What follows belongs to an exercise in optimizing a design on an open flow for small area, a short achievable clock period and few clock cycles per item; a production flow would make more cautious choices.
RTL that was checked went through simulation tests only; none was proved equivalent to the original.
Function not checked in runs 1 to 3: the RTL went through the layout flow alone.
Power figures rest on the tool's default switching activity, not on a simulated workload.

==> flow/design.v, too long to show whole: its modules and the start of the top module <==
// module tdc_le_conv: 1294 lines
module tdc_le_conv (
  input  wire        clk,
  input  wire        rst,           
  input  wire        cmd_valid,
  output wire        cmd_ready,
  input  wire [1:0]  cmd_op,        
  input  wire        cmd_interp,    
  input  wire [11:0] cmd_a,         
  input  wire [12:0] cmd_b,         
  output reg         res_valid,
  output reg         res_pair,      
  output reg         res_ok,        
  output reg         res_void,      
  output reg         res_interp,
  output reg  [11:0] res_coarse,
  output reg  [8:0]  res_fine,
  output reg  [1:0]  res_frame      
);
  // ...
==> flow/run.sh <==
#!/bin/bash
# synth_recipe.tcl (not shown) runs the flow's synth.tcl, then flattens the netlist and writes it again
# the make line also repeats each setting of config.mk as NAME=value (left out here)
make -C /OpenROAD-flow-scripts/flow DESIGN_CONFIG=/design/flow/config.mk WORK_HOME=/design/flow/orfs CLKGATE_MAP_FILE= SYNTH_SCRIPT=/design/flow/synth_recipe.tcl finish
==> flow/config.mk <==
export PLATFORM = sky130hd
export DESIGN_NAME = tdc_le_conv
export DESIGN_NICKNAME = tdc_le_conv
export VERILOG_FILES = /design/flow/design.v
export SDC_FILE = /design/flow/constraint.sdc
export NUM_CORES = 4
export LEC_CHECK = 0
export CAP_MARGIN = 20
export CORE_MARGIN = 2
export CORE_UTILIZATION = 40
export SLEW_MARGIN = 20
==> flow/constraint.sdc <==
create_clock -name core_clock -period 12.0 [get_ports {clk}]
set_input_delay 2.4000 -clock core_clock [delete_from_list [all_inputs] [get_ports {clk}]]
set_output_delay 2.4000 -clock core_clock [all_outputs]
set_load 0.01 [all_outputs]
==> summary.txt, run 1 <==
Status
  • Result of the run: finished clean

Worst setup path
  • Slowest stage cell, crit path: clkdlybuf4s50_1
  • RR Startpoint: p1_b[1]$_DFF_P_
  • Reg2reg setup slack: 7.62 ns
  • Worst-path maximum fanout: 32
  • Worst setup SP type: flip-flop

Logic synthesis
  • Syn Nets: 6671
  • Top_reg_cell synth: dfxtp_1
  • Cell taking the most area after synthesis: dfxtp_1
  • Seq/Total Area, Yosys: 61.3%
  • Post-synth EDFFs: 134
  • Synth top cells by count: dfxtp_1 (2025), a22oi_1 (884), nand2_1 (401)
  • Syn Area/Cell: 11.5 µm²

Timing
  • Final Hold Fails: 0
  • Max-slew violations: 0
  • Post-Route Skew: 0.0917 ns
  • Post-route minimum period: 4.57 ns
  • Slew HR: 6.99%
  • Fmax: 219 MHz

Min path
  • Hold Crit Class: flip-flop to flip-flop

Power and ir drop
  • Logic gate share of total power: 22.4%
  • Cell Int Power: 13.7 mW
  • Sw Share: 33.0%

Clocking
  • Max clock buf depth: 3
  • CTS Buf Count: 208

Die
  • Die height: 430 µm
  • Die ar.: 0.185 mm²

Global routing
  • Global route overflow: 0
  • Total GRT Usage: 33.9%
  • GR Layer Usage met1: 40.7%
  • Initial antenna violation count: 35
  • GR met2 Demand/Resource: 49.4%
  • Largest net degree at the start of global routing: 64

Final layout
  • Area Overhead vs Synth: 16.2%
  • Clock-cell share: 8.82%
  • Final #Nets: 6761
  • Antenna cells: 45
  • Finished Layout Cells: 9018
  • Commonest non-fill, non-tap cell in the layout: dfxtp_1

Route
  • WL/cell: 35.8 µm

Place
  • I/O Buffers: 59
==> inputs of run 2 (changes only) <==
--- a/flow/design.v
+++ b/flow/design.v
@@ -37,19 +37,23 @@
   wire f_wr   = (f_op == 2'd2) && (f_a[5:0] != 6'd0);
   wire can_issue = !(f_hit && (fill != 5'd0)) && !(f_wr && (f_a[3:0] != rot_w));
   wire iss    = f_v && can_issue;
+  wire f_load = !f_v || can_issue;       
   assign cmd_ready = ready_r;
-  reg         st_have [0:1];
-  reg  [11:0] st_c1   [0:1];
-  reg  [12:0] st_lo   [0:1];      
-  reg  [12:0] st_hi   [0:1];      
-  reg  [14:0] st_rcp  [0:1];
+  reg  [1:0]  st_have;
+  reg  [23:0] st_c1;
+  reg  [17:0] st_q;               
+  reg  [21:0] st_h;               
+  reg  [29:0] st_rcp;
   reg         p1_hit, p1_pair, p1_wr, p1_ok;
   reg         p1_i;
   reg  [11:0] p1_a;
   reg  [12:0] p1_b;                 
   wire [12:0] pd0  = {1'b0, f_b[11:0]} - {1'b0, f_a};             
   wire        acc0 = !pd0[12] && (pd0[11:0] >= 12'd768) && (pd0[11:0] <= 12'd1280);
-  wire [12:0] m1   = {1'b0, st_c1[p1_i]} - {1'b0, p1_b[11:0]};    
+  reg         fwd;                  
+  wire [11:0] c1_0 = fwd ? p1_a : f_i ? st_c1[23:12] : st_c1[11:0];
+  wire [12:0] m0   = {1'b0, c1_0} - {1'b0, f_b[11:0]};            
+  wire [12:0] m1   = p1_b;
   wire [13:0] sc1  = {2'b00, p1_a} - 14'd7;                        
   wire [10:0] rom_d = p1_b[10:0];
   wire [14:0] rom_q;
@@ -1080,11 +1084,13 @@
   assign rom_n235 = ~(rom_n206 & rom_n234);
   assign rom_n236 = rom_d[10] | rom_n235;
   assign rom_q[0] = rom_n188 & rom_n236;
-  wire [12:0] lo1   = {1'b0, p1_a} - {4'd0, p1_b[10:2]};
-  wire [12:0] hi1   = {1'b0, p1_a} + {2'd0, p1_b[10:0]} + {4'd0, p1_b[10:2]};
-  wire        void1 = !st_have[p1_i] ||
-                      ($signed({2'b00, p1_b[11:0]}) < $signed({st_lo[p1_i][12], st_lo[p1_i]})) ||
-                      ({1'b0, p1_b[11:0]} > st_hi[p1_i]);
+  wire [8:0]  q1    = p1_b[10:2];
+  wire [10:0] h1    = p1_b[10:0] + {2'd0, p1_b[10:2]};
+  wire [8:0]  q_r1  = p1_i ? st_q[17:9] : st_q[8:0];
+  wire [10:0] h_r1  = p1_i ? st_h[21:11] : st_h[10:0];
+  wire        void1 = !(p1_i ? st_have[1] : st_have[0]) ||
+                      ($signed(m1) > $signed({4'd0, q_r1})) ||
+                      ($signed(m1) < -$signed({2'd0, h_r1}));
   reg  [17:0] bd1;
   reg  [2:0]  bt;
   always @* begin
@@ -1132,16 +1138,19 @@
   reg  [37:0] p3_sa, p3_sb;         
   reg  [12:0] p3_e;                 
   reg  [5:0]  p3_s;                 
-  wire [24:0] lo3   = {1'b0, p3_sa[23:0]} + {1'b0, p3_sb[23:0]};
-  wire [13:0] co3   = p3_sa[37:24] + p3_sb[37:24] + {13'd0, lo3[24]};
-  wire [18:0] lo3b  = {1'b0, p3_sa[17:0]} + {1'b0, p3_sb[17:0]};
-  wire [5:0]  up3   = p3_sa[23:18] + p3_sb[23:18] + {5'd0, lo3b[18]};
+  wire [37:0] v3;
+  wire [38:0] v3c;
+  tdc_ks_add #(38) u_v3 (.a(p3_sa), .b(p3_sb), .ci(1'b0), .s(v3), .c(v3c));
+  wire [13:0] co3   = v3[37:24];
+  wire [5:0]  up3   = v3[23:18];
   wire [5:0]  nr3   = ~rot;
   wire [5:0]  xs3   = p3_sa[23:18] ^ p3_sb[23:18] ^ nr3;
   wire [5:0]  xc3   = {(p3_sa[22:18] & p3_sb[22:18]) | (p3_sa[22:18] & nr3[4:0]) |
                        (p3_sb[22:18] & nr3[4:0]), 1'b0};
-  wire [5:0]  idx3  = xs3 + xc3 + {5'd0, lo3b[18]};
-  wire [5:0]  idx3p = xs3 + xc3 + {5'd0, lo3b[18]} + 6'd1;
+  wire [5:0]  idx3, idx3p;
+  wire [6:0]  idx3c, idx3pc;
+  tdc_ks_add #(6) u_i3  (.a(xs3), .b(xc3), .ci(v3c[18]), .s(idx3), .c(idx3c));
+  tdc_ks_add #(6) u_i3p (.a(xs3), .b(xc3 | {5'd0, v3c[18]}), .ci(1'b1), .s(idx3p), .c(idx3pc));
   wire [5:0]  widx3 = p3_s + ~rot;
   reg         p4_hit, p4_pair, p4_wr, p4_ok, p4_void;
   reg         p4_i;
@@ -1194,7 +1203,9 @@
   reg  [11:0] p6_coarse;
   reg  [1:0]  p6_frame;
   reg  [15:0] p6_ws, p6_wc;
-  wire [15:0] w6  = p6_ws + p6_wc;
+  wire [15:0] w6;
+  wire [16:0] w6c;
+  tdc_ks_add #(16) u_w6 (.a(p6_ws), .b(p6_wc), .ci(1'b0), .s(w6), .c(w6c));
   wire        cv6 = p6_hit && !p6_void;
   reg [64*13-1:0] nr0, nr1;
   reg [5:0]       fs;
@@ -1212,23 +1223,30 @@
   always @(posedge clk) begin
     ring0 <= nr0;
     ring1 <= nr1;
-    if (ready_r) begin
+    if (f_load) begin
       f_op <= cmd_op;
       f_i  <= cmd_interp;
       f_a  <= cmd_a;
       f_b  <= cmd_b;
     end
     p1_i <= f_i;  p1_a <= f_a;
-    p1_b <= f_pair ? pd0 : f_b;
+    p1_b <= f_pair ? pd0 : f_hit ? m0 : f_b;
     if (p1_ok) begin
-      st_c1[p1_i]  <= p1_a;
-      st_lo[p1_i]  <= lo1;
-      st_hi[p1_i]  <= hi1;
-      st_rcp[p1_i] <= rom_q;
+      if (p1_i) begin
+        st_c1[23:12]  <= p1_a;
+        st_q[17:9]    <= q1;
+        st_h[21:11]   <= h1;
+        st_rcp[29:15] <= rom_q;
+      end else begin
+        st_c1[11:0]   <= p1_a;
+        st_q[8:0]     <= q1;
+        st_h[10:0]    <= h1;
+        st_rcp[14:0]  <= rom_q;
+      end
     end
     p2_i    <= p1_i;
     p2_ok   <= p1_ok;
-    p2_rcp  <= st_rcp[p1_i];
+    p2_rcp  <= p1_i ? st_rcp[29:15] : st_rcp[14:0];
     p2_bd   <= p1_hit ? bd1 : {5'd0, p1_b};
     p2_x    <= p1_hit ? sc1 : {8'd0, p1_a[5:0]};
     p2_void <= void1;
@@ -1237,7 +1255,7 @@
     p3_e <= p2_bd[12:0]; p3_s <= p2_x[5:0];
     p4_i <= p3_i; p4_ok <= p3_ok; p4_void <= p3_void;
     p4_coarse <= co3;
-    p4_o   <= lo3b[17:14];
+    p4_o   <= v3[17:14];
     p4_s63 <= (up3 == 6'd63);
     p4_ei  <= idx3p[5:1];
     p4_oi  <= idx3[5:1];
@@ -1266,9 +1284,9 @@
       rot     <= 6'd0;
       rot_w   <= 4'd4;
       fill    <= 5'd16;
-      st_have[0] <= 1'b0;
-      st_have[1] <= 1'b0;
+      st_have <= 2'b00;
       p1_hit <= 1'b0; p1_pair <= 1'b0; p1_wr <= 1'b0; p1_ok <= 1'b0;
+      fwd    <= 1'b0;
       p2_hit <= 1'b0; p2_pair <= 1'b0; p2_wr <= 1'b0;
       p3_hit <= 1'b0; p3_pair <= 1'b0; p3_wr <= 1'b0;
       p4_hit <= 1'b0; p4_pair <= 1'b0; p4_wr <= 1'b0;
@@ -1277,13 +1295,14 @@
       res_valid <= 1'b0;
     end else begin
       ready_r <= ready_r ? (!cmd_valid || ci_in) : ci_f;
-      if (ready_r) f_v <= cmd_valid;
+      if (f_load) f_v <= cmd_valid;
       rot   <= rot + 6'd1;
       rot_w <= rot_w + 4'd1;
       if (fill != 5'd0) fill <= fill - 5'd1;
       if (p1_ok) st_have[p1_i] <= 1'b1;
       p1_hit <= iss && f_hit;  p1_pair <= iss && f_pair; p1_wr <= iss && f_wr;
       p1_ok  <= iss && f_pair && acc0;
+      fwd    <= f_load ? (iss && f_pair && acc0 && cmd_interp == f_i) : 1'b0;
       p2_hit <= p1_hit; p2_pair <= p1_pair; p2_wr <= p1_wr;
       p3_hit <= p2_hit; p3_pair <= p2_pair; p3_wr <= p2_wr;
       p4_hit <= p3_hit; p4_pair <= p3_pair; p4_wr <= p3_wr;
@@ -1292,3 +1311,43 @@
     end
   end
 endmodule
+module tdc_ks_add #(parameter N = 8) (
+  input  wire [N-1:0] a,
+  input  wire [N-1:0] b,
+  input  wire         ci,
+  output wire [N-1:0] s,
+  output wire [N:0]   c
+);
+  localparam L = (N <= 1) ? 1 : $clog2(N) + 1;
+  reg [N:0] g [0:L];
+  reg [N:0] p [0:L];
+  integer i, l, d;
+  always @* begin
+    g[0][0] = ci;
+    p[0][0] = 1'b0;
+    for (i = 0; i < N; i = i + 1) begin
+      g[0][i+1] = a[i] & b[i];
+      p[0][i+1] = a[i] ^ b[i];
+    end
+    d = 1;
+    for (l = 1; l <= L; l = l + 1) begin
+      for (i = 0; i <= N; i = i + 1) begin
+        if (i >= d) begin
+          g[l][i] = g[l-1][i] | (p[l-1][i] & g[l-1][i-d]);
+          p[l][i] = p[l-1][i] & p[l-1][i-d];
+        end else begin
+          g[l][i] = g[l-1][i];
+          p[l][i] = p[l-1][i];
+        end
+      end
+      d = d * 2;
+    end
+  end
+  genvar k;
+  generate
+    for (k = 0; k < N; k = k + 1) begin : sum
+      assign s[k] = p[0][k+1] ^ g[L][k];
+    end
+  endgenerate
+  assign c = g[L];
+endmodule
==> summary.txt, run 2 <==
Status
  • Result of the run: failed layout checks
  • Layout check faults: antenna rules

Final layout
  • Layout cells sized above 1: 11.1%
  • Finished Layout Cells: 8982 (-0.40%)
  • Commonest non-fill, non-tap cell in the layout: dfxtp_1
  • Final #Nets: 6730 (-0.46%)
  • Fill count: 16200
  • Area Overhead vs Synth: 15.8%
  • Largest regs: ring0: 832 flops, ring1: 832 flops, p3_sa: 34 flops
  • Most frequent cells in the layout: dfxtp_1 (2020), a22oi_1 (891), nand2_1 (373), o21ai_0 (241), a21oi_1 (233)

Timing
  • Fmax: 230 MHz (+5.0%)
  • Worst-Margin Slew: 1.40 ns
  • Setup slack after layout: 7.65 ns
  • Post-route minimum period: 4.35 ns (-0.219 ns)
  • RSZ-0062 raised after global routing: false
  • Final setup viols: 0
  • Tcrit/Tclk final: 36.3%
  • Max-slew violations: 0 (unchanged)
  • Final Hold Fails: 0 (unchanged)
  • Post-Route Skew: 0.113 ns (+0.0211 ns)
  • Slew HR: 6.41% (-0.59 points)
  • Final setup TNS: 0 ns

Place
  • Placed cells: 8562
  • RD Place Congestion: 1.07
  • Setup WS pre-CTS: 7.88 ns
  • Post-DP HPWL: 214000 µm
  • I/O Buffers: 59 (unchanged)

Global routing
  • Largest net degree at the start of global routing: 88 (+38%)
  • Total GRT Usage: 33.9% (about the same)
  • Vias in the first global route: 53600
  • First-pass GRT wire length: 434000 µm
  • Initial antenna violation count: 32 (-8.6%)
  • Global route overflow: 0 (unchanged)

Worst setup path
  • Slowest stage cell, crit path: ha_1
  • Worst setup SP type: flip-flop
  • Most frequent CP cell: o21ai_0
  • CP cell instances: buf_4, inv_1, ha_1, nand2_1, o21ai_1, o21ai_0, o211ai_1, o21ai_0, a221oi_1, a31oi_1, a22oi_1
  • Slowest Stage Delay on Critical Path: 0.91 ns
  • Critical path capture point type: flip-flop
  • Crit path DAT: 5.01 ns
  • Worst-path maximum fanout: 28 (-13%)
  • Worst reg2reg path depth: 11
  • Worst setup path startpoint: p1_b[1]$_DFF_P_
  • Worst path required time: 12.66 ns
  • RR Startpoint: p1_b[1]$_DFF_P_
  • Crit Path Class: flip-flop to flip-flop

Route
  • Met3 wire length: 50100 µm
  • Via-to-Cell Ratio: 6.47
  • Post-Route WL: 324000 µm
  • Vias: 58100
  • Met1 wire length: 121000 µm
  • TritonRoute pass-1 iters: 10
  • Initial DRC count: 10900
  • Detail Route Antenna Nets: 1
  • WL/cell: 36.0 µm (+0.59%)
  • # DRC: 0
  • Met2 Routed Length: 125000 µm
  • Top layer in use: met5

Clocking
  • Post-CTS Hold Fix Bufs: 0
  • Clock Latency Late Sink: 0.91 ns
  • CTS Buf Count: 201 (-3.4%)
  • CTS Root Cell: clkbuf_16
  • # Post-CTS Setup Buffers: 0
  • Sink Count: 2148
  • CTS resizes: 0
  • Clk pin slew, worst setup/hold paths: 0.06 ns
  • H-Tree Depth: 4
  • Max clock buf depth: 3 (unchanged)
  • CTS tree: built

Die
  • Core Box Area: 0.179 mm²
  • Die ar.: 0.184 mm² (-0.80%)
  • Die height: 429 µm (-0.40%)
  • Boundary Pins: 60
  • Initial Utilization: 40.3%
  • FP Rows: 155
  • Die width: 429 µm

Logic synthesis
  • Area contributors post-synth: dfxtp_1 (56%), a22oi_1 (9.3%), edfxtp_1 (5.1%), ha_1 (3.2%), fa_1 (2.9%)
  • Seq/Total Area, Yosys: 61.3% (about the same)
  • Synth Instances: 6332
  • Yosys warnings: 11
  • Cell area after synthesis: 0.0721 mm²
  • Top_reg_cell synth: dfxtp_1
  • Post-synth ARST share: 0%
  • Post-synth EDFFs: 122 (-9.0%)
  • Syn Nets: 6651 (-0.30%)
  • Post-synthesis register bit count: 2148
  • Syn Area/Cell: 11.4 µm² (-0.84%)
  • Most frequent cell after synthesis: dfxtp_1
  • Cell taking the most area after synthesis: dfxtp_1
  • Synth top cells by count: dfxtp_1 (2026), a22oi_1 (891), nand2_1 (373)
  • Top-area cell type share of the netlist area: 56.3%
  • Yosys cell types: 86

Min path
  • Hold Startpoint: p3_e[8]$_DFF_P_
  • Hold Crit Class: flip-flop to flip-flop
  • Hold Crit Depth: 0

Power and ir drop
  • PD cells: 238 mW/mm²
  • Worst-case vdd ir drop: 0.143 mV
  • P_leak: 32.0 nW

Run
  • Max Cap Viol: 0
## run 2: cell count changes in the layout (fill, tap and decap cells not counted), sizes merged, moves of 12 or more
cell / previous run / this run
a21oi: 191 / 234
a221oi: 4 / 21
edfxtp: 134 / 122
fa: 120 / 106
nand2: 401 / 373
nor2: 355 / 334
xnor2: 141 / 160
## run 2: path summary, 6_finish.rpt
check	end	slack, ns
hold reg to reg	p4_e[8]$_DFF_P_	0.28
setup / recovery	st_rcp[1]$_DFFE_PP_	7.65
setup reg to reg	st_rcp[1]$_DFFE_PP_	7.65
hold / removal	p4_e[8]$_DFF_P_	0.28
## run 2: stage by stage
step	area [µm²]	util [%]	hold WS, ns	total power [mW]
global placement	76300	42.6	0.313	13.0
global route	83400	46.6	0.289	20.5
detailed placement	76300	42.7	0.312	13.0
finish	83500	46.7	0.276	19.8
CTS	83300	46.6	0.288	19.6
floorplan	72100	-	0.310	11.2
## run 2: critical path, delay by kind of cell, from the launching register on
family          cells  cell delay [ns]
compound gates      7             1.90
fa+ha+maj           1             0.91
buf+inv             2             0.65
flops               1             0.31
simple gates        1             0.38
## run 2: final cells by class
type                    instances  area [µm²]  share of cell area (%)
diodes                         52         130                   0.156
clock buffers                 282        5820                    6.97
clock inverters                85        1230                    1.47
inverters                     203         762                   0.912
multi-input cells            3619       26400                    31.6
flip-flops and latches       2148       44200                    53.0
well taps                    2355        2950                    3.53
repair buffers                238        1960                    2.35
## run 2: logic make-up after synthesis
logic type | synth area share (%)
buffers and inverters | 3.06
adder cells (fa/ha/maj) | 6.10
AND/OR/NAND/NOR | 8.76
flip-flops | 61.3
multiplexers | 2.30
XOR/XNOR | 2.59
AO/OA/AOI/OAI | 15.9
## run 2: power by group
group / internal [mW] / switching [mW]
sequential: 8.01 / 0.759
clock: 3.79 / 2.92
combinational: 1.46 / 2.90
## run 2: per-layer routing
metal | vias up | global-route usage (%)
met5 | - | 1.09
met4 | 26 | 23.3
met3 | 1584 | 15.5
met2 | 5489 | 45.3
met1 | 27900 | 43.0
li1 | 23100 | -
==> inputs of run 3 (changes only) <==
==> flow/flow/run.sh (new file) <==
#!/bin/bash
# The standard layout (the standard.sh: standard synthesis, floorplan,
# placement, CTS, routing, finish) with one change: repair_timing is asked
# for a setup margin of SETUP_MARGIN ns at the design's clock period, so it
# works on every path longer than the period less that margin. The clock,
# the constraints and every other setting stay the standard ones.
set -euo pipefail
SETUP_MARGIN=${SETUP_MARGIN:-8}
bash standard.sh SETUP_SLACK_MARGIN=$SETUP_MARGIN finish > run_make.log 2>&1
==> flow/standard.sh (new file) <==
#!/bin/bash
# synth_recipe.tcl (not shown) runs the flow's synth.tcl, then flattens the netlist and writes it again
# the make line also repeats each setting of config.mk as NAME=value (left out here)
make -C /OpenROAD-flow-scripts/flow DESIGN_CONFIG=/design/flow/config.mk WORK_HOME=/design/flow/orfs CLKGATE_MAP_FILE= SYNTH_SCRIPT=/design/flow/synth_recipe.tcl "${@:-finish}"
removed: flow/run.sh
==> summary.txt, run 3 <==
Status
  • Result of the run: finished clean

Timing
  • Post-route minimum period: 3.96 ns (-0.394 ns)
  • Max-slew violations: 0 (unchanged)
  • RSZ-0062 raised after global routing: false
  • Final setup TNS: 0 ns (unchanged)
  • Worst-Margin Slew: 1.40 ns (+0.00255 ns)
  • Fmax: 253 MHz (+9.9%)
  • Post-Route Skew: 0.105 ns (-0.00775 ns)
  • Tcrit/Tclk final: 33.0% (-3.3 points)
  • Final setup viols: 0 (unchanged)
  • Slew HR: 6.12% (-0.29 points)
  • Final hold slack: 0.279 ns (+0.00390 ns)
  • Final Hold Fails: 0 (unchanged)

Power and ir drop
  • Flop pwr share: 44.2% (about the same)
  • Sw Share: 33.1% (about the same)
  • Clk pwr share: 33.8% (about the same)
  • Cell Int Power: 13.3 mW (about the same)
  • Worst-case vdd ir drop: 0.143 mV (-0.21%)
  • Logic gate share of total power: 22.0% (about the same)
  • PD cells: 238 mW/mm² (about the same)
  • P_leak: 32.1 nW (+0.47%)
  • Sw Pwr: 6.57 mW (about the same)

Route
  • Post-Route WL: 324000 µm (about the same)
  • Vias: 58100 (+0.11%)
  • TritonRoute pass-1 iters: 13 (+3)
  • Via-to-Cell Ratio: 6.47 (about the same)
  • Initial DRC count: 10500 (-3.4%)
  • # DRC: 0 (unchanged)
  • Detail Route Antenna Nets: 0 (-1)
  • WL/cell: 36.0 µm (about the same)

Clocking
  • Post-CTS Hold Fix Bufs: 0 (unchanged)
  • Sink Count: 2148 (unchanged)
  • Clk pin slew, worst setup/hold paths: 0.06 ns (about the same)
  • Max clock buf depth: 3 (unchanged)
  • Clock Latency Late Sink: 0.90 ns (about the same)
  • CTS Buf Count: 201 (unchanged)
  • H-Tree Depth: 4 (unchanged)
  • CTS tree: built
  • CTS Root Cell: clkbuf_16

Die
  • Die ar.: 0.184 mm² (unchanged)
  • Die width: 429 µm (unchanged)
  • Initial Utilization: 40.3% (unchanged)
  • Die height: 429 µm (unchanged)
  • FP Rows: 155 (unchanged)
  • Boundary Pins: 60 (unchanged)
  • Core Box Area: 0.179 mm² (unchanged)

Worst setup path
  • Worst setup SP type: flip-flop
  • Crit Path Class: flip-flop to output pin
  • Slowest stage cell, crit path: dfxtp_2
  • Worst-path maximum fanout: 1 (-96%)
  • Crit-path leading delay family: flip-flops
  • Slowest Stage Delay on Critical Path: 0.39 ns (-0.52 ns)
  • Critical path capture point type: output pin
  • Worst path required time: 9.60 ns (-3.06 ns)
  • Crit path DAT: 1.56 ns (-3.45 ns)
  • Buffers & Inverters on Critical Path: 1 (-1)
  • CP cell instances: dlygate4sd2_1

Logic synthesis
  • Top_reg_cell synth: dfxtp_1
  • Cell area after synthesis: 0.0721 mm² (unchanged)
  • Area contributors post-synth: dfxtp_1 (56%), a22oi_1 (9.3%), edfxtp_1 (5.1%), ha_1 (3.2%), fa_1 (2.9%)
  • Syn Nets: 6651 (unchanged)
  • Yosys cell types: 86 (unchanged)
  • Seq/Total Area, Yosys: 61.3% (unchanged)
  • Post-synth ARST share: 0% (unchanged)
  • Synth top cells by count: dfxtp_1 (2026), a22oi_1 (891), nand2_1 (373)
  • Most frequent cell after synthesis: dfxtp_1
  • Synth Instances: 6332 (unchanged)
  • Cell taking the most area after synthesis: dfxtp_1
  • Top-area cell type share of the netlist area: 56.3% (unchanged)
  • Post-synth EDFFs: 122 (unchanged)
  • Post-synthesis register bit count: 2148 (unchanged)
  • Yosys warnings: 11 (unchanged)
  • Syn Area/Cell: 11.4 µm² (unchanged)

Final layout
  • Commonest non-fill, non-tap cell in the layout: dfxtp_1
  • Finished Layout Cells: 8988 (+0.067%)
  • Fill count: 16300 (+0.099%)
  • Fin area: 0.0835 mm² (about the same)
  • Final #Nets: 6734 (+0.059%)
  • Most frequent cells in the layout: dfxtp_1 (2018), a22oi_1 (891), nand2_1 (373), o21ai_0 (241), a21oi_1 (233)
  • Layout cells sized above 1: 11.2% (+0.16 points)
  • Largest regs: ring0: 832 flops, ring1: 832 flops, p3_sa: 34 flops
  • Area Overhead vs Synth: 15.9% (about the same)

Global routing
  • Initial antenna violation count: 33 (+3.1%)
  • First-pass GRT wire length: 434000 µm (about the same)
  • Global route overflow: 0 (unchanged)
  • Largest net degree at the start of global routing: 88 (unchanged)
  • Vias in the first global route: 53600 (+0.069%)
  • Total GRT Usage: 33.9% (about the same)

Place
  • RD Place Congestion: 1.07 (unchanged)
  • DP Area: 0.0763 mm² (unchanged)
  • Post-DP HPWL: 214000 µm (unchanged)
  • I/O Buffers: 59 (unchanged)
  • Placed cells: 8562 (unchanged)

Run
  • Max Cap Viol: 0 (unchanged)

Min path
  • Hold Crit Class: flip-flop to flip-flop
## run 3: cell count changes in the layout (fill, tap and decap cells not counted), sizes merged
cell           previous run  this run
clkdlybuf4s50            58        29
diode                    52        54
inv                     210       209
clkinvlp                 11        12
dlygate4sd2               0        28
buf                     180       184
clkdlybuf4s15             0         1
## run 3: through the flow
| step | total power, mW | setup WS [ns] | util [%] |
|---|---|---|---|
| 3_5_place_dp | 13.0 | 7.88 | 42.7 |
| 6_report | 19.8 | 8.04 | 46.7 |
| 4_1_cts | 19.6 | 8.01 | 46.6 |
| 3_3_place_gp | 13.0 | 7.81 | 42.6 |
| 5_1_grt | 20.5 | 8.00 | 46.7 |
| 2_1_floorplan | 11.2 | 8.46 | - |
## run 3: path summary, 6_finish.rpt
kind	startpoint	endpoint	slack [ns]	cells past startpoint
setup reg to reg	p1_b[1]$_DFF_P_	st_rcp[19]$_DFFE_PP_	8.14	11
setup / recovery	res_fine[3]$_SDFF_PN0_	res_fine[3]	8.04	1
hold reg to reg	p3_e[8]$_DFF_P_	p4_e[8]$_DFF_P_	0.28	0
hold / removal	p3_e[8]$_DFF_P_	p4_e[8]$_DFF_P_	0.28	0
## run 3: timing repair
item                                   CTS  global route
setup endpoints to repair               37            12
setup buffers                            4             0
resized for setup                       35             5
endpoints found under the hold margin    0             0
## run 3: final cells by class
class                      instances  area (µm²)  share of cell area (%)
timing repair buffer             242        1960                    2.35
clock inverter                    85        1230                    1.47
inverter                         203         766                   0.917
antenna                           54         135                   0.162
tap                             2355        2950                    3.53
sequential                      2148       44200                    53.0
clock buffer                     282        5820                    6.96
multi-input combinational       3619       26400                    31.7
## run 3: power groups by stage
stage / sequential (mW) / clock [mW] / combinational, mW
after floorplan: 8.42 / 0 / 2.74
after global placement: 8.86 / 0 / 4.15
after detailed placement: 8.87 / 0 / 4.18
after CTS: 8.72 / 6.71 / 4.21
after global routing: 8.79 / 7.00 / 4.69
final: 8.77 / 6.71 / 4.37
## run 3: logic make-up after synthesis
kind of cell / after synthesis / synth area share [%]
compound gates: 1670 / 15.9
xor+xnor: 213 / 2.59
fa+ha+maj: 288 / 6.10
buf+inv: 565 / 3.06
flops: 2148 / 61.3
mux: 154 / 2.30
simple gates: 1294 / 8.76
## run 3: layer usage
metal  GRT usage (%)  wire length, µm
met5            1.09              568
met4            23.3            26800
met3            15.5            48700
met2            45.3           125000
met1            42.9           122000
==> inputs of run 4 (changes only) <==
--- a/flow/design.v
+++ b/flow/design.v
@@ -1318,7 +1318,7 @@
   output wire [N-1:0] s,
   output wire [N:0]   c
 );
-  localparam L = (N <= 1) ? 1 : $clog2(N) + 1;
+  localparam L = 7;                     
   reg [N:0] g [0:L];
   reg [N:0] p [0:L];
   integer i, l, d;
==> summary.txt, run 4 <==
Status
  • Result of the run: finished clean

Power and ir drop
  • PD cells: 239 mW/mm² (+0.66%)
  • P_leak: 32.3 nW (+0.57%)
  • Worst-case vdd ir drop: 0.151 mV (+5.7%)

Worst setup path
  • Critical path capture point type: flip-flop
  • Worst setup SP type: flip-flop
  • Crit path DAT: 4.96 ns (+3.40 ns)
  • Worst reg2reg path depth: 10 (-1)
  • Worst path required time: 12.77 ns (+3.17 ns)
  • Crit Path Class: flip-flop to flip-flop
  • Reg2reg setup slack: 7.81 ns (-0.33 ns)
  • Worst-path maximum fanout: 16 (+15)
  • RR Startpoint: p4_i$_DFF_P_
  • RR Endpoint: p5_e0[1]$_DFF_P_

Final layout
  • Layout cells sized above 1: 11.4% (+0.18 points)
  • Area Overhead vs Synth: 16.0% (about the same)
  • Most frequent cells in the layout: dfxtp_1 (2019), a22oi_1 (888), nand2_1 (422), o21ai_0 (258), nor2_1 (213)
  • Commonest non-fill, non-tap cell in the layout: dfxtp_1
  • Largest regs: ring0: 832 flops, ring1: 832 flops, p3_sa: 34 flops
  • Final #Nets: 6757 (+0.34%)
  • Fill count: 16200 (-0.28%)

Timing
  • Setup slack after layout: 7.81 ns (-0.233 ns)
  • Final setup TNS: 0 ns (unchanged)
  • Post-route minimum period: 4.19 ns (+0.233 ns)
  • Fmax: 239 MHz (-5.6%)
  • Final setup viols: 0 (unchanged)
  • RSZ-0062 raised after global routing: true
  • Post-Route Skew: 0.0902 ns (-0.0149 ns)
  • Worst-Margin Slew: 1.41 ns (+0.00613 ns)
  • Slew HR: 5.71% (-0.41 points)
  • Final Hold Fails: 0 (unchanged)
  • Final hold slack: 0.280 ns (+0.0000750 ns)
  • Tcrit/Tclk final: 34.9% (+1.9 points)
  • Max-slew violations: 0 (unchanged)

Logic synthesis
  • Yosys warnings: 11 (unchanged)
  • Seq/Total Area, Yosys: 61.2% (-0.094 points)
  • Yosys cell types: 91 (+5.8%)
  • Post-synthesis register bit count: 2148 (unchanged)
  • Top_reg_cell synth: dfxtp_1
  • Syn Nets: 6693 (+0.63%)
  • Cell taking the most area after synthesis: dfxtp_1
  • Area contributors post-synth: dfxtp_1 (56%), a22oi_1 (9.2%), edfxtp_1 (5.1%), ha_1 (3.2%), fa_1 (2.9%)
  • Most frequent cell after synthesis: dfxtp_1
  • Syn Area/Cell: 11.3 µm² (-0.51%)
  • Synth top cells by count: dfxtp_1 (2026), a22oi_1 (888), nand2_1 (423)
  • Cell area after synthesis: 0.0722 mm² (+0.15%)
  • Post-synth ARST share: 0% (unchanged)
  • Top-area cell type share of the netlist area: 56.2% (-0.086 points)
  • Post-synth EDFFs: 122 (unchanged)
  • Synth Instances: 6374 (+0.66%)

Global routing
  • Vias in the first global route: 54000 (+0.60%)
  • First-pass GRT wire length: 433000 µm (-0.36%)
  • Initial antenna violation count: 38 (+15%)
  • Global route overflow: 0 (unchanged)
  • Total GRT Usage: 33.7% (-0.22 points)
  • Largest net degree at the start of global routing: 78 (-11%)

Die
  • FP Rows: 155 (unchanged)
  • Die width: 429 µm (about the same)
  • Die ar.: 0.184 mm² (+0.15%)
  • Initial Utilization: 40.3% (about the same)
  • Die height: 429 µm (about the same)
  • Core Box Area: 0.179 mm² (+0.11%)
  • Boundary Pins: 60 (unchanged)

Route
  • Post-Route WL: 321000 µm (-0.79%)
  • Initial DRC count: 10200 (-2.5%)
  • TritonRoute pass-1 iters: 13 (unchanged)
  • Detail Route Antenna Nets: 0 (unchanged)
  • WL/cell: 35.5 µm (-1.3%)
  • # DRC: 0 (unchanged)
  • Vias: 57900 (-0.50%)
  • Via-to-Cell Ratio: 6.40 (-1.0%)

Clocking
  • CTS Buf Count: 203 (+1.0%)
  • Post-CTS Hold Fix Bufs: 0 (unchanged)
  • Clock Latency Late Sink: 0.91 ns (about the same)
  • CTS Root Cell: clkbuf_16
  • CTS tree: built
  • H-Tree Depth: 4 (unchanged)
  • # Post-CTS Setup Buffers: 0 (-4)
  • CTS resizes: 32 (-8.6%)
  • Max clock buf depth: 3 (unchanged)
  • Clk pin slew, worst setup/hold paths: 0.07 ns (about the same)
  • Sink Count: 2148 (unchanged)

Min path
  • Hold Crit Class: flip-flop to flip-flop
  • Hold Startpoint: ring1[335]$_DFF_P_
  • Hold Path Sink: ring1[322]$_DFF_P_
  • Hold Crit Depth: 0 (unchanged)

Place
  • I/O Buffers: 59 (unchanged)
  • RD Place Congestion: 1.01 (-5.4%)
  • Setup WS pre-CTS: 7.38 ns (-0.497 ns)
  • Post-DP HPWL: 212000 µm (-0.76%)

Run
  • Max Cap Viol: 0 (unchanged)
-- run 4: worst max path at each step --
stage / cells after the start / start / endpoint
after detailed placement: 11 / p1_b[1]$_DFF_P_ / st_rcp[18]$_DFFE_PP_
after CTS: 1 / ready_r$_SDFF_PP1_ / cmd_ready
final: 10 / p4_i$_DFF_P_ / p5_e0[1]$_DFF_P_
after floorplan: 10 / p2_bd[11]$_DFF_P_ / p3_sa[17]$_DFF_P_
after global routing: 10 / p4_i$_DFF_P_ / p5_e0[1]$_DFF_P_
after global placement: 11 / p1_b[1]$_DFF_P_ / st_rcp[16]$_DFFE_PP_
-- run 4: through the flow --
stage,total power [mW],utilization (%),area (µm²),std cells
floorplan,11.2,-,72200,6374
global placement,13.0,42.5,76100,8584
detailed placement,13.0,42.5,76200,8585
CTS,19.8,46.6,83500,8960
global route,20.7,46.7,83600,8987
finish,20.0,46.8,83700,9035
-- run 4: cell type report --
| class | count | area (µm²) | share of cell area (%) |
|---|---|---|---|
| Timing Repair Buffer | 222 | 1850 | 2.20 |
| Clock buffer | 286 | 6010 | 7.17 |
| Multi-Input combinational cell | 3663 | 26400 | 31.6 |
| Tap cell | 2355 | 2950 | 3.52 |
| Inverter | 200 | 756 | 0.903 |
| Clock inverter | 89 | 1330 | 1.58 |
| Sequential cell | 2148 | 44200 | 52.8 |
| Antenna cell | 72 | 180 | 0.215 |
-- run 4: worst max-delay path: stages (launching register included) --
cell,delay (ns)
dfxtp_1,0.57
nand2_1,0.74
nor2_2,1.19
buf_4,0.49
a22oi_1,0.15
nand4_1,0.18
nor3_1,0.07
nand3_1,0.11
o21ai_0,0.16
buf_4,0.27
mux2i_1,0.14
-- run 4: kinds of logic after synthesis --
group           after synthesis  synth area share (%)
fa+ha+maj                   288                  6.09
buf+inv                     563                  3.12
xor+xnor                    216                  2.62
compound gates             1658                  15.8
simple gates               1356                  9.01
mux                         145                  2.12
flops                      2148                  61.2
-- run 4: power breakdown --
group / internal [mW] / total [mW] / switching (mW) / leakage (nW)
combinational: 1.49 / 4.34 / 2.85 / 11.1
sequential: 7.98 / 8.77 / 0.787 / 17.6
clock: 3.96 / 6.91 / 2.95 / 3.59
-- run 4: routing by layer --
metal	GRT usage, %	wire length, µm	vias to the layer above
met1	42.0	119000	28100
met5	0.208	282	-
met4	23.0	27000	28
li1	-	-	23200
met2	46.8	129000	5054
met3	14.2	46300	1514
Testbench counts of run 4, summed over its fixed seeds: cycles 12,372, items 12,062.
==> inputs of run 5 (changes only) <==
--- a/flow/config.mk
+++ b/flow/config.mk
@@ -8,4 +8,5 @@
 export CAP_MARGIN = 20
 export CORE_MARGIN = 2
 export CORE_UTILIZATION = 40
+export CTS_BUF_LIST = sky130_fd_sc_hd__clkbuf_8
 export SLEW_MARGIN = 20
==> summary.txt, run 5 <==
Status
  • Result of the run: finished clean

Die
  • Die ar.: 0.184 mm² (unchanged)
  • Boundary Pins: 60 (unchanged)
  • Initial Utilization: 40.3% (unchanged)
  • Die width: 429 µm (unchanged)
  • Core Box Area: 0.179 mm² (unchanged)
  • Die height: 429 µm (unchanged)
  • FP Rows: 155 (unchanged)

Worst setup path
  • Worst-path maximum fanout: 16 (unchanged)
  • RR Endpoint: p5_e0[1]$_DFF_P_
  • Worst setup SP type: flip-flop
  • RR Startpoint: p4_i$_DFF_P_
  • Critical path capture point type: flip-flop
  • Worst reg2reg path depth: 10 (unchanged)
  • Worst setup path startpoint: p4_i$_DFF_P_
  • CP endpoint: p5_e0[1]$_DFF_P_
  • Crit path DAT: 5.20 ns (+0.24 ns)
  • Crit Path Class: flip-flop to flip-flop
  • Reg2reg setup slack: 7.73 ns (-0.08 ns)
  • Worst path required time: 12.93 ns (+0.16 ns)

Timing
  • Slew HR: 4.45% (-1.3 points)
  • Fmax: 234 MHz (-1.9%)
  • Final Hold Fails: 0 (unchanged)
  • Max-slew violations: 0 (unchanged)
  • Worst-Margin Slew: 1.43 ns (+0.0188 ns)
  • Post-route minimum period: 4.27 ns (+0.0797 ns)
  • RSZ-0062 raised after global routing: true
  • Post-Route Skew: 0.140 ns (+0.0499 ns)
  • Final setup viols: 0 (unchanged)
  • Final setup TNS: 0 ns (unchanged)
  • Tcrit/Tclk final: 35.6% (+0.66 points)

Clocking
  • Sink Count: 2148 (unchanged)
  • CTS Root Cell: clkbuf_8
  • CTS Buf Count: 354 (+74%)
  • # Post-CTS Setup Buffers: 0 (unchanged)
  • Max clock buf depth: 4 (+1)
  • Clk pin slew, worst setup/hold paths: 0.07 ns (about the same)
  • H-Tree Depth: 5 (+1)
  • Post-CTS Hold Fix Bufs: 0 (unchanged)
  • Clock Latency Late Sink: 1.14 ns (+0.23 ns)
  • CTS tree: built

Logic synthesis
  • Top_reg_cell synth: dfxtp_1
  • Top-area cell type share of the netlist area: 56.2% (unchanged)
  • Yosys warnings: 11 (unchanged)
  • Syn Area/Cell: 11.3 µm² (unchanged)
  • Seq/Total Area, Yosys: 61.2% (unchanged)
  • Area contributors post-synth: dfxtp_1 (56%), a22oi_1 (9.2%), edfxtp_1 (5.1%), ha_1 (3.2%), fa_1 (2.9%)
  • Synth top cells by count: dfxtp_1 (2026), a22oi_1 (888), nand2_1 (423)
  • Yosys cell types: 91 (unchanged)
  • Post-synthesis register bit count: 2148 (unchanged)
  • Cell area after synthesis: 0.0722 mm² (unchanged)
  • Cell taking the most area after synthesis: dfxtp_1
  • Most frequent cell after synthesis: dfxtp_1
  • Post-synth ARST share: 0% (unchanged)
  • Post-synth EDFFs: 122 (unchanged)
  • Synth Instances: 6374 (unchanged)
  • Syn Nets: 6693 (unchanged)

Route
  • TritonRoute pass-1 iters: 10 (-3)
  • Vias: 58900 (+1.8%)
  • Via-to-Cell Ratio: 6.36 (-0.61%)
  • Detail Route Antenna Nets: 0 (unchanged)
  • Initial DRC count: 10800 (+5.5%)
  • # DRC: 0 (unchanged)
  • WL/cell: 35.0 µm (-1.6%)
  • Post-Route WL: 323000 µm (+0.74%)

Power and ir drop
  • PD cells: 235 mW/mm² (-1.7%)
  • Tot Pwr: 19.6 mW (-2.3%)
  • Worst-case vdd ir drop: 0.139 mV (-8.0%)
  • P_leak: 32.6 nW (+1.1%)

Place
  • RD Place Congestion: 1.01 (unchanged)
  • I/O Buffers: 59 (unchanged)
  • DP Area: 0.0762 mm² (unchanged)
  • Post-DP HPWL: 212000 µm (unchanged)

Final layout
  • Largest regs: ring0: 832 flops, ring1: 832 flops, p3_sa: 34 flops
  • Fin area: 0.0833 mm² (-0.56%)
  • Commonest non-fill, non-tap cell in the layout: dfxtp_1
  • Fill count: 16400 (+1.0%)
  • Final #Nets: 6907 (+2.2%)
  • Most frequent cells in the layout: dfxtp_1 (2018), a22oi_1 (888), clkbuf_8 (438), nand2_1 (422), inv_1 (299)
  • Layout cells sized above 1: 13.5% (+2.1 points)
  • Area Overhead vs Synth: 15.3%

Run
  • Max Cap Viol: 0 (unchanged)

Min path
  • Hold Crit Class: flip-flop to flip-flop

Global routing
  • Global route overflow: 0 (unchanged)
  • Vias in the first global route: 55500 (+2.8%)
  • First-pass GRT wire length: 437000 µm (+1.1%)
  • Initial antenna violation count: 37 (-2.6%)
  • Largest net degree at the start of global routing: 78 (unchanged)
  • Total GRT Usage: 33.9% (+0.27 points)
[run 5: worst min path at each step]
stage | depth (start not counted) | end | slack (ns) | startpoint
2_1_floorplan | 0 | p3_i$_DFF_P_ | 0.31 | p2_i$_DFF_P_
3_3_place_gp | 0 | p3_sa[34]$_DFF_P_ | 0.31 | p2_x[10]$_SDFF_PN0_
3_5_place_dp | 0 | p3_sa[31]$_DFF_P_ | 0.31 | p2_x[7]$_SDFF_PN0_
4_1_cts | 0 | ring0[268]$_DFF_P_ | 0.22 | ring0[281]$_DFF_P_
5_1_grt | 0 | ring0[268]$_DFF_P_ | 0.24 | ring0[281]$_DFF_P_
6_report | 0 | ring1[163]$_DFF_P_ | 0.22 | ring1[176]$_DFF_P_
[run 5: final cells by class]
| type | instances | area (µm²) | share of cell area, % |
|---|---|---|---|
| flip-flops and latches | 2148 | 44200 | 53.1 |
| multi-input cells | 3663 | 26400 | 31.8 |
| clock buffers | 438 | 6030 | 7.24 |
| well taps | 2355 | 2950 | 3.54 |
| repair buffers | 221 | 1720 | 2.06 |
| clock inverters | 164 | 977 | 1.17 |
| inverters | 200 | 756 | 0.908 |
| diodes | 62 | 155 | 0.186 |
[run 5: metal layers]
metal,track usage [%],wire length (µm)
met3,14.7,47000
met1,41.9,119000
met5,0,282
met2,47.1,129000
met4,24.0,27300
[run 5: cells by family after synthesis]
group	count (synthesis)	share of synthesized area, %
adders and majority gates	288	6.09
and+or+nand+nor	1356	9.01
buffers and inverters	563	3.12
muxes	145	2.12
AOI/OAI and AO/OA	1658	15.8
xor gates and xnor gates	216	2.62
DFF	2148	61.2
[run 5: repair_timing]
action                     in CTS  in global routing
setup endpoints to repair      43                 20
pin swaps                       0                  0
gates resized for setup       120                  9
[run 5: worst max-delay path, cell delays in order, from the launching register on]
cell     delay, ns
dfxtp_1       0.58
nand2_1       0.78
nor2_2        1.16
buf_4         0.49
a22oi_1       0.16
nand4_1       0.18
nor3_1        0.08
nand3_1       0.11
o21ai_0       0.19
buf_4         0.27
mux2i_1       0.14
[run 5: power breakdown]
group	leakage [nW]	switching [mW]	internal (mW)
clock network	4.01	2.96	3.49
registers	17.6	0.787	7.98
logic	11.0	2.86	1.49
[run 5: per-stage QoR]
stage          utilization [%]  hold WS (ns)  worst slack (ns)  instances
2_1_floorplan                -         0.310              8.46       6374
3_3_place_gp              42.5         0.310              7.46       8584
3_5_place_dp              42.5         0.312              7.38       8585
4_1_cts                   46.4         0.220              8.00       9187
5_1_grt                   46.4         0.240              7.87       9203
6_report                  46.5         0.221              7.73       9251

[static timing again, ports no longer ideal]
No port has a modelled driver above. Below, the same layouts with a new extraction and two added sets of constraints.
Step 1 assumes that a clkbuf_16 drives the clock port and a buf_2 every other input.
Step 2 also shifts input and output timing later by t, the mid clock arrival at the registers, as if the neighbouring blocks saw the same clock.
a / b / c = no drivers / after step 1 / after step 2; a / b = the first two.
run	t, ns	setup slack, ns	clock arrival spread, ns	worst slew at a driven data input, ns
run 1	0.939	7.429 / 7.346 / 7.621	0.095 / 0.096	0.06
run 2	0.939	7.648 / 7.576 / 7.648	0.121 / 0.122	0.04
run 3	0.936	8.042 / 7.961 / 7.963	0.120 / 0.121	0.04
run 4	0.959	7.809 / 7.809 / 7.809	0.105 / 0.104	0.11
run 5	1.155	7.729 / 7.729 / 7.729	0.147 / 0.147	0.10
The setup slack of run 3, which loses most, moves by -0.081 ns with the drivers and by -0.079 ns with both steps.
